This design comes from an exercise in tuning for small area and a short achievable clock period on the open sky130 flow, not from production work. Only simulation tests tie the RTL to the original design; equivalence was not proved. Power is estimated from default activity; no workload was simulated.

Design bv_cp2, start of the top module:
module bv_cp2 (
    input  wire        clk,
    input  wire        rst,         
    input  wire        issue,       
    input  wire [5:0]  op,          
    input  wire [23:0] ga,
    input  wire [23:0] gb,
    output reg         r1_valid,    
    output wire [23:0] r1_data,     
    output reg         r2_valid,    
    output reg  [23:0] r2_data,     
    output reg         r1_ill       
);
    function [11:0] sat13(input [12:0] v);
        if (v[12] == v[11])
            sat13 = v[11:0];
        else
            sat13 = {v[12], {11{~v[12]}}};
    endfunction
    function [23:0] sat24(input [31:0] v);
        if (v[31:23] == 9'h000 || v[31:23] == 9'h1FF)
            sat24 = v[23:0];
        else
            sat24 = {v[31], {23{~v[31]}}};
    endfunction
    function [13:0] bpp(input [11:0] x, input one, input two, input neg);
        reg [12:0] m;
        begin
            m = ({13{one}} & {x[11], x}) | ({13{two}} & {x, 1'b0});
            m = m ^ {13{neg}};
            bpp = {neg, ~m[12], m[11:0]};
        end
  ...
Settings: LEC_CHECK=0, CAP_MARGIN=20, CORE_MARGIN=2, CORE_UTILIZATION=50, PLACE_DENSITY=0.75, SLEW_MARGIN=20; clock period 15.0 ns.
standard.sh (not shown) runs the stock make flow with config.mk's settings and CLKGATE_MAP_FILE= SYNTH_SCRIPT=/design/flow/synth_recipe.tcl, a recipe that flattens the netlist after the stock synthesis.
==> flow/flow/run.sh <==
#!/bin/bash
# The standard layout (the standard.sh, its synthesis unchanged), with
# timing repair asked to leave a setup slack of at least SETUP_SLACK_MARGIN
# ns at the design's clock period: the design's paths are far shorter than
# the period, so without the margin the repair steps do nothing. Every port
# still gets its own buffer, a buf_2 rather than the flow's default choice
# of a delay cell.
# make's full output goes to flow.log; each step's log is under orfs/logs.
set -euo pipefail
bash standard.sh SETUP_SLACK_MARGIN=8.5 "BUFFER_PORTS_ARGS=-buffer_cell sky130_fd_sc_hd__buf_2" finish > flow.log 2>&1
Change:
--- a/flow/flow/run.sh
+++ b/flow/flow/run.sh
@@ -8,3 +8,3 @@
 # make's full output goes to flow.log; each step's log is under orfs/logs.
 set -euo pipefail
-bash standard.sh SETUP_SLACK_MARGIN=8.5 "BUFFER_PORTS_ARGS=-buffer_cell sky130_fd_sc_hd__buf_2" finish > flow.log 2>&1
+bash standard.sh SETUP_SLACK_MARGIN=8.75 "BUFFER_PORTS_ARGS=-buffer_cell sky130_fd_sc_hd__buf_2" finish > flow.log 2>&1
The changed run completed with no timing, DRC or antenna violations.
Global-route usage goes down by 0.30 points.
Clock-buffer cell count went down by 2.
Worst hold slack gets better by 0.0034 ns.
Register-to-register slack is better by 0.16 ns.
Critical path depth is lower by 4.
Utilization rises by 1.5 points.
Non-clock buffer count is higher by 22.
Change:
==> flow/flow/run.sh (replaced) <==
#!/bin/bash
# The standard layout (the standard.sh, its synthesis unchanged), with
# timing repair asked to leave a setup slack of at least SETUP_SLACK_MARGIN
# ns at the design's clock period: the design's paths are far shorter than
# the period, so without the margin the repair steps do nothing.
# make's full output goes to flow.log; each step's log is under orfs/logs.
set -euo pipefail
bash standard.sh SETUP_SLACK_MARGIN=8 finish > flow.log 2>&1
=>
- core utilization goes down by 1.3 points
- via count goes down by 2.3%
- cell area goes down by 2.3%
Change:
==> flow/flow/run.sh (replaced) <==
#!/bin/bash
# The standard layout (the standard.sh, its synthesis unchanged), with
# timing repair asked to leave a setup slack of at least SETUP_SLACK_MARGIN
# ns at the design's clock period: the design's paths are far shorter than
# the period, so without the margin the repair steps do nothing. Every port
# still gets its own buffer, a buf_2 rather than the flow's default choice
# of a delay cell.
# make's full output goes to flow.log; each step's log is under orfs/logs.
set -euo pipefail
bash standard.sh SETUP_SLACK_MARGIN=8.5 "BUFFER_PORTS_ARGS=-buffer_cell sky130_fd_sc_hd__buf_2" finish > flow.log 2>&1
--- a/flow/config.mk
+++ b/flow/config.mk
@@ -8,5 +8,5 @@
 export CAP_MARGIN = 20
 export CORE_MARGIN = 2
-export CORE_UTILIZATION = 50
-export PLACE_DENSITY = 0.75
+export CORE_UTILIZATION = 55
+export PLACE_DENSITY = 0.8
 export SLEW_MARGIN = 20
Result:
- The changed run completed without violations
- synthesized cell count is unchanged
- wire length goes down by 0.57%
- register-to-register slack improves by 0.41 ns
- setup slack gets better by 0.41 ns
- final area goes down by 0.32%
- worst hold slack gets better by 0.032 ns
- global-route usage increases by 2.4 points
- sequential power increases by about 0.7%

========
## oak
Another version of the RTL of bv_cp2 (not shown whole).
Size in the first run: ~0.028 mm² of cells after synthesis.
## bv_cp2
module bv_cp2 (
    input  wire        clk,
    input  wire        rst,         
    input  wire        issue,       
    input  wire [5:0]  op,          
    input  wire [23:0] ga,
    input  wire [23:0] gb,
    output reg         r1_valid,    
    output wire [23:0] r1_data,     
    output reg         r2_valid,    
    output reg  [23:0] r2_data,     
    output reg         r1_ill       
);
export LEC_CHECK = 0
export CAP_MARGIN = 20
export CORE_MARGIN = 2
export CORE_UTILIZATION = 50
export PLACE_DENSITY = 0.75
export SLEW_MARGIN = 20
create_clock -name core_clock -period 15.0 [get_ports {clk}]
==> flow/flow/run.sh <==
#!/bin/bash
# The standard layout (the standard.sh, its synthesis unchanged), with
# timing repair asked to leave a setup slack of at least SETUP_SLACK_MARGIN
# ns at the design's clock period: the design's paths are far shorter than
# the period, so without the margin the repair steps do nothing. Every port
# still gets its own buffer, a buf_2 rather than the flow's default choice
# of a delay cell.
# make's full output goes to flow.log; each step's log is under orfs/logs.
set -euo pipefail
bash standard.sh SETUP_SLACK_MARGIN=8.5 "BUFFER_PORTS_ARGS=-buffer_cell sky130_fd_sc_hd__buf_2" finish > flow.log 2>&1
> inputs changed (oak -> pine)
diff --git a/flow/flow/run.sh b/flow/flow/run.sh
--- a/flow/flow/run.sh
+++ b/flow/flow/run.sh
@@ -8,3 +8,3 @@
 # make's full output goes to flow.log; each step's log is under orfs/logs.
 set -euo pipefail
-bash standard.sh SETUP_SLACK_MARGIN=8.5 "BUFFER_PORTS_ARGS=-buffer_cell sky130_fd_sc_hd__buf_2" finish > flow.log 2>&1
+bash standard.sh SETUP_SLACK_MARGIN=9 "BUFFER_PORTS_ARGS=-buffer_cell sky130_fd_sc_hd__buf_2" finish > flow.log 2>&1
pine | status: complete | timing, DRC, antenna: pass. pine vs oak, clock period minus final worst setup slack went down by 0.30 ns. Diff oak -> pine: initial antenna violation count picked up an extra 1; wire length of the first global-routing pass picked up an extra 740 µm; setup slack picked up an extra 0.30 ns; floorplan die height neither gained nor lost much.

==> separate check: timing with driven ports <==
How much do the figures lean on ideal ports? The routed layouts below were timed once more, with nothing changed but the port constraints. Step 1 sets driving cells, clkbuf_16 on the clock port and buf_2 on the other inputs (assumed; they add their load-dependent delay and slew). Step 2 moves the port delays by t, midway between the first and last clock arrival at a register: inputs arrive t later, outputs are due t later. That takes back most of the time a late clock gives input paths. a / b / c = ideal / step 1 / step 2; a / b = the first two.
| run | shift t [ns] | setup WS [ns] | worst setup path at the end |
|---|---|---|---|
| the first run of note 1 | 0.536 | 8.649 / 8.649 / 8.353 | input to register |
| the second run of note 1 | 0.538 | 8.809 / 8.809 / 8.589 | input to register |
| the third run of note 1 | 0.530 | 8.268 / 8.268 / 7.859 | input to register |
| the fourth run of note 1 | 0.535 | 8.680 / 8.680 / 8.416 | input to register |
| oak | 0.639 | 8.634 / 8.634 / 8.198 | input to register |
| pine | 0.631 | 8.936 / 8.936 / 8.622 | input to register |
After both steps every run listed still meets setup and hold. For oak, which loses most, drivers alone change the setup slack by 0.000 ns; drivers and shift together by -0.436 ns.
